Source: an optimization exercise on an open RTL-to-GDS flow (aim: small area, a short achievable clock period and few clock cycles per item). Production flows keep margins and buffers that such runs may drop.
Function was checked by simulation only, so behaviour that the tests miss may differ from the original.

==> inputs of build 3 <==
==> flow/design.v (excerpt) <==
module lpe_update (
    input  wire        clk,
    input  wire        rst,
    input  wire        in_valid,
    output wire        in_ready,
    input  wire [11:0] in_tag,
    input  wire [1:0]  in_order,
    input  wire        in_cls_f,
    input  wire        in_aid,
    input  wire [5:0]  in_s0,
    input  wire [5:0]  in_s1,
    input  wire [5:0]  in_s2,
    input  wire [5:0]  in_s3,
    input  wire [31:0] in_c0,
    input  wire [31:0] in_c1,
    input  wire [31:0] in_c2,
    input  wire [31:0] in_c3,
    input  wire [31:0] in_out_min,
    input  wire [31:0] in_out_max,
    input  wire [31:0] in_lim_a,
    input  wire [31:0] in_lim_b,
    input  wire [31:0] in_xfer_lim,
    input  wire [31:0] in_x,
    input  wire [31:0] in_sp,
    input  wire [31:0] in_a,
    input  wire [31:0] in_acc1,
    input  wire [31:0] in_acc2,
    output reg         out_valid,
    input  wire        out_ready,
    output reg  [11:0] out_tag,
    output reg  [31:0] out_y,
    output reg  [31:0] out_xfer,
    output reg  [31:0] out_acc1,
    output reg  [31:0] out_acc2,
    output reg         out_sat,
    output reg         out_clamp
);
Settings: LEC_CHECK=0, CAP_MARGIN=20, CORE_MARGIN=2, CORE_UTILIZATION=40, SLEW_MARGIN=20; clock period 42.0 ns.
run.sh (not shown) runs the stock make flow with config.mk's settings and CLKGATE_MAP_FILE= SYNTH_SCRIPT=/design/flow/synth_recipe.tcl, a recipe that flattens the netlist after the stock synthesis.
==> trial 11: changes against build 3 <==
--- a/flow/design.v
+++ b/flow/design.v
@@ -31,16 +31,17 @@
         end
     end
     assign p = acc;
 endmodule
 module lpe_post (
     input  wire [63:0] p,
     input  wire [5:0]  s,
-    output reg  [31:0] t,
-    output reg         ovf
+    output wire [31:0] tw,
+    output wire        tr,
+    output wire        ovf
 );
     wire [64:0] q0 = {p, 1'b0};
     wire [64:0] q1 = s[5] ? {{32{p[63]}}, q0[64:32]} : q0;
     wire [48:0] q2 = s[4] ? q1[64:16] : q1[48:0];
     wire [40:0] q3 = s[3] ? q2[48:8]  : q2[40:0];
     wire [36:0] q4 = s[2] ? q3[40:4]  : q3[36:0];
     wire [34:0] q5 = s[1] ? q4[36:2]  : q4[34:0];
@@ -48,27 +49,25 @@
     reg fits;
     integer k;
     always @(*) begin
         fits = 1'b1;
         for (k = 0; k < 31; k = k + 1)
             if ((k >= s) && (p[k + 32] != p[63])) fits = 1'b0;
     end
-    wire [33:0] v = {q6[33], q6[33:1]} + {33'd0, q6[0]};
-    always @(*) begin
-        if (!fits) begin
-            t   = p[63] ? 32'h80000000 : 32'h7fffffff;
-            ovf = 1'b1;
-        end else if (v[33:31] != 3'b000 && v[33:31] != 3'b111) begin
-            t   = v[33] ? 32'h80000000 : 32'h7fffffff;
-            ovf = 1'b1;
-        end else begin
-            t   = v[31:0];
-            ovf = 1'b0;
-        end
-    end
+    wire [32:0] w     = q6[33:1];           
+    wire        r     = q6[0];              
+    wire        inr   = (w[32] == w[31]);   
+    wire        ones  = &w[30:0];
+    wire        w_max = inr && !w[31] && ones;           
+    wire        w_mm1 = (w[32:31] == 2'b10) && ones;     
+    wire        sgn   = fits ? w[32] : p[63];
+    wire        keep  = fits && inr;
+    assign tw  = keep ? w[31:0] : (sgn ? 32'h80000000 : 32'h7fffffff);
+    assign tr  = keep && r && !w_max;
+    assign ovf = !fits || (!inr && !(w_mm1 && r)) || (w_max && r);
 endmodule
 module lpe_update (
     input  wire        clk,
     input  wire        rst,
     input  wire        in_valid,
     output wire        in_ready,
     input  wire [11:0] in_tag,
@@ -129,22 +128,29 @@
         end else begin
             v0  <= v0_next;
             v1  <= v1_next;
             v2  <= v2_next;
             rdy <= !v0_next || !v1_next || !v2_next || !sk_next;
         end
     end
-    wire [16:0] e_lo  = {1'b0, in_x[15:0]} + {1'b0, ~in_sp[15:0]} + 17'd1;
-    wire [16:0] e_hi0 = {in_x[31], in_x[31:16]} + {~in_sp[31], ~in_sp[31:16]};
-    wire [16:0] e_hi1 = {in_x[31], in_x[31:16]} + {~in_sp[31], ~in_sp[31:16]} + 17'd1;
+    wire [8:0] e_lo  = {1'b0, in_x[7:0]} + {1'b0, ~in_sp[7:0]} + 9'd1;
+    wire [8:0] e_s10 = {1'b0, in_x[15:8]} + {1'b0, ~in_sp[15:8]};
+    wire [8:0] e_s11 = {1'b0, in_x[15:8]} + {1'b0, ~in_sp[15:8]} + 9'd1;
+    wire [8:0] e_s20 = {1'b0, in_x[23:16]} + {1'b0, ~in_sp[23:16]};
+    wire [8:0] e_s21 = {1'b0, in_x[23:16]} + {1'b0, ~in_sp[23:16]} + 9'd1;
+    wire [8:0] e_hi0 = {in_x[31], in_x[31:24]} + {~in_sp[31], ~in_sp[31:24]};
+    wire [8:0] e_hi1 = {in_x[31], in_x[31:24]} + {~in_sp[31], ~in_sp[31:24]} + 9'd1;
+    wire       e_c16 = e_lo[8] ? e_s11[8] : e_s10[8];
+    wire       e_c24 = e_c16 ? e_s21[8] : e_s20[8];
     reg [11:0] r0_tag;
     reg [1:0]  r0_order;
-    reg        r0_cls, r0_aid, r0_ec;
-    reg [15:0] r0_elo;
-    reg [16:0] r0_ehi0, r0_ehi1;
+    reg        r0_cls, r0_aid;
+    reg        r0_ec8, r0_ec16, r0_ec24, r0_eov0, r0_eov1;
+    reg [7:0]  r0_elo, r0_es10, r0_es11, r0_es20, r0_es21;
+    reg [8:0]  r0_ehi0, r0_ehi1;
     reg [5:0]  r0_s0, r0_s1, r0_s2, r0_s3;
     reg [31:0] r0_c0, r0_c1, r0_c2, r0_c3;
     reg [31:0] r0_a;
     reg [31:0] r0_omin, r0_omax, r0_lima, r0_limb, r0_xlim, r0_acc1, r0_acc2;
     always @(posedge clk) begin
         if (en0) begin
             r0_tag   <= in_tag;
@@ -155,31 +161,41 @@
             r0_s1    <= in_s1;
             r0_s2    <= in_s2;
             r0_s3    <= in_s3;
             r0_c0    <= in_c0;
             r0_c1    <= in_c1;
             r0_c2    <= in_c2;
             r0_c3    <= in_c3;
-            r0_elo   <= e_lo[15:0];
-            r0_ec    <= e_lo[16];
+            r0_elo   <= e_lo[7:0];
+            r0_ec8   <= e_lo[8];
+            r0_es10  <= e_s10[7:0];
+            r0_es11  <= e_s11[7:0];
+            r0_ec16  <= e_c16;
+            r0_es20  <= e_s20[7:0];
+            r0_es21  <= e_s21[7:0];
+            r0_ec24  <= e_c24;
             r0_ehi0  <= e_hi0;
             r0_ehi1  <= e_hi1;
+            r0_eov0  <= e_hi0[8] != e_hi0[7];
+            r0_eov1  <= e_hi1[8] != e_hi1[7];
             r0_a     <= in_a;
             r0_omin  <= in_out_min;
             r0_omax  <= in_out_max;
             r0_lima  <= in_lim_a;
             r0_limb  <= in_lim_b;
             r0_xlim  <= in_xfer_lim;
             r0_acc1  <= in_acc1;
             r0_acc2  <= in_acc2;
         end
     end
-    wire [16:0] a_ehi  = r0_ec ? r0_ehi1 : r0_ehi0;
-    wire        a_eovf = a_ehi[16] != a_ehi[15];
-    wire [31:0] a_e    = a_eovf ? {a_ehi[16], {31{~a_ehi[16]}}} : {a_ehi[15:0], r0_elo};
+    wire [7:0]  a_es1  = r0_ec8  ? r0_es11 : r0_es10;
+    wire [7:0]  a_es2  = r0_ec16 ? r0_es21 : r0_es20;
+    wire [8:0]  a_ehi  = r0_ec24 ? r0_ehi1 : r0_ehi0;
+    wire        a_eovf = r0_ec24 ? r0_eov1 : r0_eov0;
+    wire [31:0] a_e    = a_eovf ? {a_ehi[8], {31{~a_ehi[8]}}} : {a_ehi[7:0], a_es2, a_es1, r0_elo};
     wire [63:0] p0, p1, p2, p3;
     lpe_mul u_m0 (.a(a_e), .b(r0_c0), .p(p0));
     lpe_mul u_m1 (.a(a_e), .b(r0_c1), .p(p1));
     lpe_mul u_m2 (.a(a_e), .b(r0_c2), .p(p2));
     lpe_mul u_m3 (.a(r0_a), .b(r0_c3), .p(p3));
     reg [63:0] r1_p0, r1_p1, r1_p2, r1_p3;
     reg [11:0] r1_tag;
@@ -208,49 +224,48 @@
             r1_limb <= r0_limb;
             r1_xlim <= r0_xlim;
             r1_acc1 <= r0_acc1;
             r1_acc2 <= r0_acc2;
         end
     end
     wire [31:0] t0, t1, t2, t3;
+    wire        tc0, tc1, tc2, tc3;
     wire        t0_ovf, t1_ovf, t2_ovf, t3_ovf;
-    lpe_post u_q0 (.p(r1_p0), .s(r1_s0), .t(t0), .ovf(t0_ovf));
-    lpe_post u_q1 (.p(r1_p1), .s(r1_s1), .t(t1), .ovf(t1_ovf));
-    lpe_post u_q2 (.p(r1_p2), .s(r1_s2), .t(t2), .ovf(t2_ovf));
-    lpe_post u_q3 (.p(r1_p3), .s(r1_s3), .t(t3), .ovf(t3_ovf));
+    lpe_post u_q0 (.p(r1_p0), .s(r1_s0), .tw(t0), .tr(tc0), .ovf(t0_ovf));
+    lpe_post u_q1 (.p(r1_p1), .s(r1_s1), .tw(t1), .tr(tc1), .ovf(t1_ovf));
+    lpe_post u_q2 (.p(r1_p2), .s(r1_s2), .tw(t2), .tr(tc2), .ovf(t2_ovf));
+    lpe_post u_q3 (.p(r1_p3), .s(r1_s3), .tw(t3), .tr(tc3), .ovf(t3_ovf));
     wire [31:0] b_acc1 = r1_acc1;
     wire [31:0] b_acc2 = r1_acc2;
     wire [31:0] t3u    = r1_aid ? t3 : 32'd0;
+    wire        tc3u   = r1_aid && tc3;
     wire [33:0] y_raw  = {{2{t0[31]}}, t0} + {{2{b_acc1[31]}}, b_acc1}
-                       + {{2{t3u[31]}}, t3u};
+                       + {{2{t3u[31]}}, t3u} + {33'd0, tc0} + {33'd0, tc3u};
     wire [33:0] a1_sum = {{2{b_acc1[31]}}, b_acc1} + {{2{t1[31]}}, t1}
-                       + {{2{b_acc2[31]}}, b_acc2};
-    wire [33:0] a2_sum = {{2{b_acc2[31]}}, b_acc2} + {{2{t2[31]}}, t2};
+                       + {{2{b_acc2[31]}}, b_acc2} + {33'd0, tc1};
+    wire [33:0] a2_sum = {{2{b_acc2[31]}}, b_acc2} + {{2{t2[31]}}, t2} + {33'd0, tc2};
     wire [33:0] a1_raw = r1_use2 ? a1_sum : {{2{b_acc1[31]}}, b_acc1};
     wire [33:0] a2_raw = r1_use3 ? a2_sum : {{2{b_acc2[31]}}, b_acc2};
     wire        t_ovf  = r1_eovf || t0_ovf || (r1_aid && t3_ovf)
                       || (r1_use2 && t1_ovf) || (r1_use3 && t2_ovf);
     wire signed [31:0] b_omin = r1_omin;
     wire signed [31:0] b_omax = r1_omax;
     wire signed [31:0] b_lima = r1_lima;
     wire signed [31:0] b_limb = r1_limb;
     wire signed [31:0] b_xlim = r1_xlim;
     wire        [32:0] b_xmag = b_xlim[31] ? (33'd0 - {1'b1, b_xlim}) : {1'b0, b_xlim};
     wire signed [33:0] b_xpos = {1'b0, b_xmag};
     wire signed [33:0] b_xneg = -b_xpos;
-    wire signed [33:0] b_omin34 = {{2{b_omin[31]}}, b_omin};
-    wire signed [33:0] b_omax34 = {{2{b_omax[31]}}, b_omax};
     reg [33:0] r2_y, r2_a1, r2_a2;
     reg        r2_tovf, r2_cls;
     reg [11:0] r2_tag;
     reg [31:0] r2_omin, r2_omax, r2_lima, r2_limb;
     reg        r2_oinv, r2_linv, r2_xz;
     reg [32:0] r2_xpos;
     reg [31:0] r2_xneg;
-    reg        r2_omin_gt, r2_omin_lt, r2_omax_gt, r2_omax_lt;
     always @(posedge clk) begin
         if (en2) begin
             r2_y       <= y_raw;
             r2_a1      <= a1_raw;
             r2_a2      <= a2_raw;
             r2_tovf    <= t_ovf;
             r2_cls     <= r1_cls;
@@ -260,18 +275,14 @@
             r2_lima    <= r1_lima;
             r2_limb    <= r1_limb;
             r2_oinv    <= (b_omin > b_omax);
             r2_linv    <= (b_lima > b_limb);
             r2_xz      <= (b_xlim == 32'sd0);
             r2_xpos    <= b_xmag;
             r2_xneg    <= b_xneg[31:0];
-            r2_omin_gt <= (b_omin34 > b_xpos);
-            r2_omin_lt <= (b_omin34 < b_xneg);
-            r2_omax_gt <= (b_omax34 > b_xpos);
-            r2_omax_lt <= (b_omax34 < b_xneg);
         end
     end
     wire signed [31:0] omin = r2_omin;
     wire signed [31:0] omax = r2_omax;
     wire signed [31:0] imin = r2_lima;
     wire signed [31:0] imax = r2_limb;
     wire signed [31:0] y_sat = sat34(r2_y);
@@ -291,21 +302,19 @@
     wire               i_hi   = i_lo ? r2_linv : i_gt;
     wire signed [31:0] a1_cl  = i_hi ? imax : (i_lo ? imin : a1_upd);
     wire signed [31:0] a1_new = r2_cls ? a1_cl : a1_upd;
     wire               i_clamp = i_lo ? (!i_hi || !i_eq) : i_hi;
     wire any_ovf = r2_tovf || y_ovf || a1_ovf || a2_ovf;
     wire sat     = !r2_cls && (any_ovf || y_clamp);
     wire clamp   = r2_cls && (y_clamp || i_clamp);
-    wire signed [33:0] y_s34  = {{2{y_sat[31]}}, y_sat};
+    wire signed [33:0] y_34   = {{2{y[31]}}, y};
     wire signed [33:0] xpos34 = {1'b0, r2_xpos};
     wire signed [31:0] xneg32 = r2_xneg;
-    wire ys_gt  = (y_s34 > xpos34);
-    wire ys_lt  = (y_sat < xneg32);
-    wire yc_gt  = y_hi ? r2_omax_gt : (y_lo ? r2_omin_gt : ys_gt);
-    wire yc_lt  = y_hi ? r2_omax_lt : (y_lo ? r2_omin_lt : ys_lt);
+    wire yc_gt  = (y_34 > xpos34);
+    wire yc_lt  = (y < xneg32);
     wire [31:0] xfer = r2_xz ? y :
                        yc_gt ? r2_xpos[31:0] :
                        yc_lt ? r2_xneg : y;
     reg [11:0] sk_tag;
     reg [31:0] sk_y, sk_xfer, sk_acc1, sk_acc2;
     reg        sk_sat, sk_clamp;
     wire out_load = !out_valid || out_ready;
==> flow/config.mk (replaced) <==
export PLATFORM = sky130hd
export DESIGN_NAME = lpe_update
export DESIGN_NICKNAME = lpe_update
export VERILOG_FILES = /design/flow/design.v
export SDC_FILE = /design/flow/constraint.sdc
export NUM_CORES = 4
export LEC_CHECK = 0
export CAP_MARGIN = 20
export CORE_MARGIN = 2
export CORE_UTILIZATION = 55
export PLACE_DENSITY = 0.72
export SLEW_MARGIN = 55
==> build 39: changes against build 3 <==
--- a/flow/design.v
+++ b/flow/design.v
@@ -31,16 +31,17 @@
         end
     end
     assign p = acc;
 endmodule
 module lpe_post (
     input  wire [63:0] p,
     input  wire [5:0]  s,
-    output reg  [31:0] t,
-    output reg         ovf
+    output wire [31:0] tw,
+    output wire        tr,
+    output wire        ovf
 );
     wire [64:0] q0 = {p, 1'b0};
     wire [64:0] q1 = s[5] ? {{32{p[63]}}, q0[64:32]} : q0;
     wire [48:0] q2 = s[4] ? q1[64:16] : q1[48:0];
     wire [40:0] q3 = s[3] ? q2[48:8]  : q2[40:0];
     wire [36:0] q4 = s[2] ? q3[40:4]  : q3[36:0];
     wire [34:0] q5 = s[1] ? q4[36:2]  : q4[34:0];
@@ -48,27 +49,25 @@
     reg fits;
     integer k;
     always @(*) begin
         fits = 1'b1;
         for (k = 0; k < 31; k = k + 1)
             if ((k >= s) && (p[k + 32] != p[63])) fits = 1'b0;
     end
-    wire [33:0] v = {q6[33], q6[33:1]} + {33'd0, q6[0]};
-    always @(*) begin
-        if (!fits) begin
-            t   = p[63] ? 32'h80000000 : 32'h7fffffff;
-            ovf = 1'b1;
-        end else if (v[33:31] != 3'b000 && v[33:31] != 3'b111) begin
-            t   = v[33] ? 32'h80000000 : 32'h7fffffff;
-            ovf = 1'b1;
-        end else begin
-            t   = v[31:0];
-            ovf = 1'b0;
-        end
-    end
+    wire [32:0] w     = q6[33:1];           
+    wire        r     = q6[0];              
+    wire        inr   = (w[32] == w[31]);   
+    wire        ones  = &w[30:0];
+    wire        w_max = inr && !w[31] && ones;           
+    wire        w_mm1 = (w[32:31] == 2'b10) && ones;     
+    wire        sgn   = fits ? w[32] : p[63];
+    wire        keep  = fits && inr;
+    assign tw  = keep ? w[31:0] : (sgn ? 32'h80000000 : 32'h7fffffff);
+    assign tr  = keep && r && !w_max;
+    assign ovf = !fits || (!inr && !(w_mm1 && r)) || (w_max && r);
 endmodule
 module lpe_update (
     input  wire        clk,
     input  wire        rst,
     input  wire        in_valid,
     output wire        in_ready,
     input  wire [11:0] in_tag,
@@ -208,27 +207,29 @@
             r1_limb <= r0_limb;
             r1_xlim <= r0_xlim;
             r1_acc1 <= r0_acc1;
             r1_acc2 <= r0_acc2;
         end
     end
     wire [31:0] t0, t1, t2, t3;
+    wire        tc0, tc1, tc2, tc3;
     wire        t0_ovf, t1_ovf, t2_ovf, t3_ovf;
-    lpe_post u_q0 (.p(r1_p0), .s(r1_s0), .t(t0), .ovf(t0_ovf));
-    lpe_post u_q1 (.p(r1_p1), .s(r1_s1), .t(t1), .ovf(t1_ovf));
-    lpe_post u_q2 (.p(r1_p2), .s(r1_s2), .t(t2), .ovf(t2_ovf));
-    lpe_post u_q3 (.p(r1_p3), .s(r1_s3), .t(t3), .ovf(t3_ovf));
+    lpe_post u_q0 (.p(r1_p0), .s(r1_s0), .tw(t0), .tr(tc0), .ovf(t0_ovf));
+    lpe_post u_q1 (.p(r1_p1), .s(r1_s1), .tw(t1), .tr(tc1), .ovf(t1_ovf));
+    lpe_post u_q2 (.p(r1_p2), .s(r1_s2), .tw(t2), .tr(tc2), .ovf(t2_ovf));
+    lpe_post u_q3 (.p(r1_p3), .s(r1_s3), .tw(t3), .tr(tc3), .ovf(t3_ovf));
     wire [31:0] b_acc1 = r1_acc1;
     wire [31:0] b_acc2 = r1_acc2;
     wire [31:0] t3u    = r1_aid ? t3 : 32'd0;
+    wire        tc3u   = r1_aid && tc3;
     wire [33:0] y_raw  = {{2{t0[31]}}, t0} + {{2{b_acc1[31]}}, b_acc1}
-                       + {{2{t3u[31]}}, t3u};
+                       + {{2{t3u[31]}}, t3u} + {33'd0, tc0} + {33'd0, tc3u};
     wire [33:0] a1_sum = {{2{b_acc1[31]}}, b_acc1} + {{2{t1[31]}}, t1}
-                       + {{2{b_acc2[31]}}, b_acc2};
-    wire [33:0] a2_sum = {{2{b_acc2[31]}}, b_acc2} + {{2{t2[31]}}, t2};
+                       + {{2{b_acc2[31]}}, b_acc2} + {33'd0, tc1};
+    wire [33:0] a2_sum = {{2{b_acc2[31]}}, b_acc2} + {{2{t2[31]}}, t2} + {33'd0, tc2};
     wire [33:0] a1_raw = r1_use2 ? a1_sum : {{2{b_acc1[31]}}, b_acc1};
     wire [33:0] a2_raw = r1_use3 ? a2_sum : {{2{b_acc2[31]}}, b_acc2};
     wire        t_ovf  = r1_eovf || t0_ovf || (r1_aid && t3_ovf)
                       || (r1_use2 && t1_ovf) || (r1_use3 && t2_ovf);
     wire signed [31:0] b_omin = r1_omin;
     wire signed [31:0] b_omax = r1_omax;
     wire signed [31:0] b_lima = r1_lima;
==> comparison <==
Build 3 passed the timing, design-rule and antenna checks. Build 39 finished with timing, DRC and antenna clean. Trial 11 finished clean. Die area, lowest first: trial 11, build 39, build 3. Sequential cell count, highest first: trial 11, build 39, build 3. The highest cell count belongs to build 3, the lowest to trial 11. Utilization, highest first: trial 11, build 39, build 3. Non-clock buffer count: build 39 is lower than trial 11 (36). Register-to-register slack: build 39 < build 3 < trial 11. In trial 11 the sequential share of layout area is higher than in build 3, by 1.1 points.
Testbench counts of build 3, summed over its fixed seeds: cycles 12,032, items 12,000.
Testbench counts of trial 11, summed over its fixed seeds: cycles 12,032, items 12,000.
Testbench counts of build 39, summed over its fixed seeds: cycles 12,032, items 12,000.

## static timing again, ports no longer ideal
In the flow no input, the clock included, has a driving cell. The finished layouts below were timed again as built, in two steps.
Step 1, drivers: a clkbuf_16 drives clk and a buf_2 each remaining input, both assumed.
Step 2 adds t to the input delays and takes it off the output delays; t is the mean of the earliest and latest rising clock arrival at the registers after step 1. Input paths then give back, and output paths get back, about the clock's delay inside the block.
a / b / c = ideal / step 1 / step 2; a / b = the first two.
| run | t, ns | setup slack, ns | clock arrival spread, ns | worst register clock-pin slew, ns | pins driven straight from the clock port |
|---|---|---|---|---|---|
| build 3 | 1.022 | 30.529 / 30.529 / 29.621 | 0.077 / 0.077 | 0.07 / 0.07 | 1 |
| trial 11 | 0.991 | 31.337 / 31.423 / 30.432 | 0.084 / 0.084 | 0.07 / 0.07 | 1 |
| build 39 | 1.021 | 30.398 / 30.398 / 29.544 | 0.096 / 0.096 | 0.09 / 0.09 | 1 |
After both steps every run listed still meets setup and hold. For build 3, which loses most, drivers alone change the setup slack by 0.000 ns; drivers and shift together by -0.908 ns.
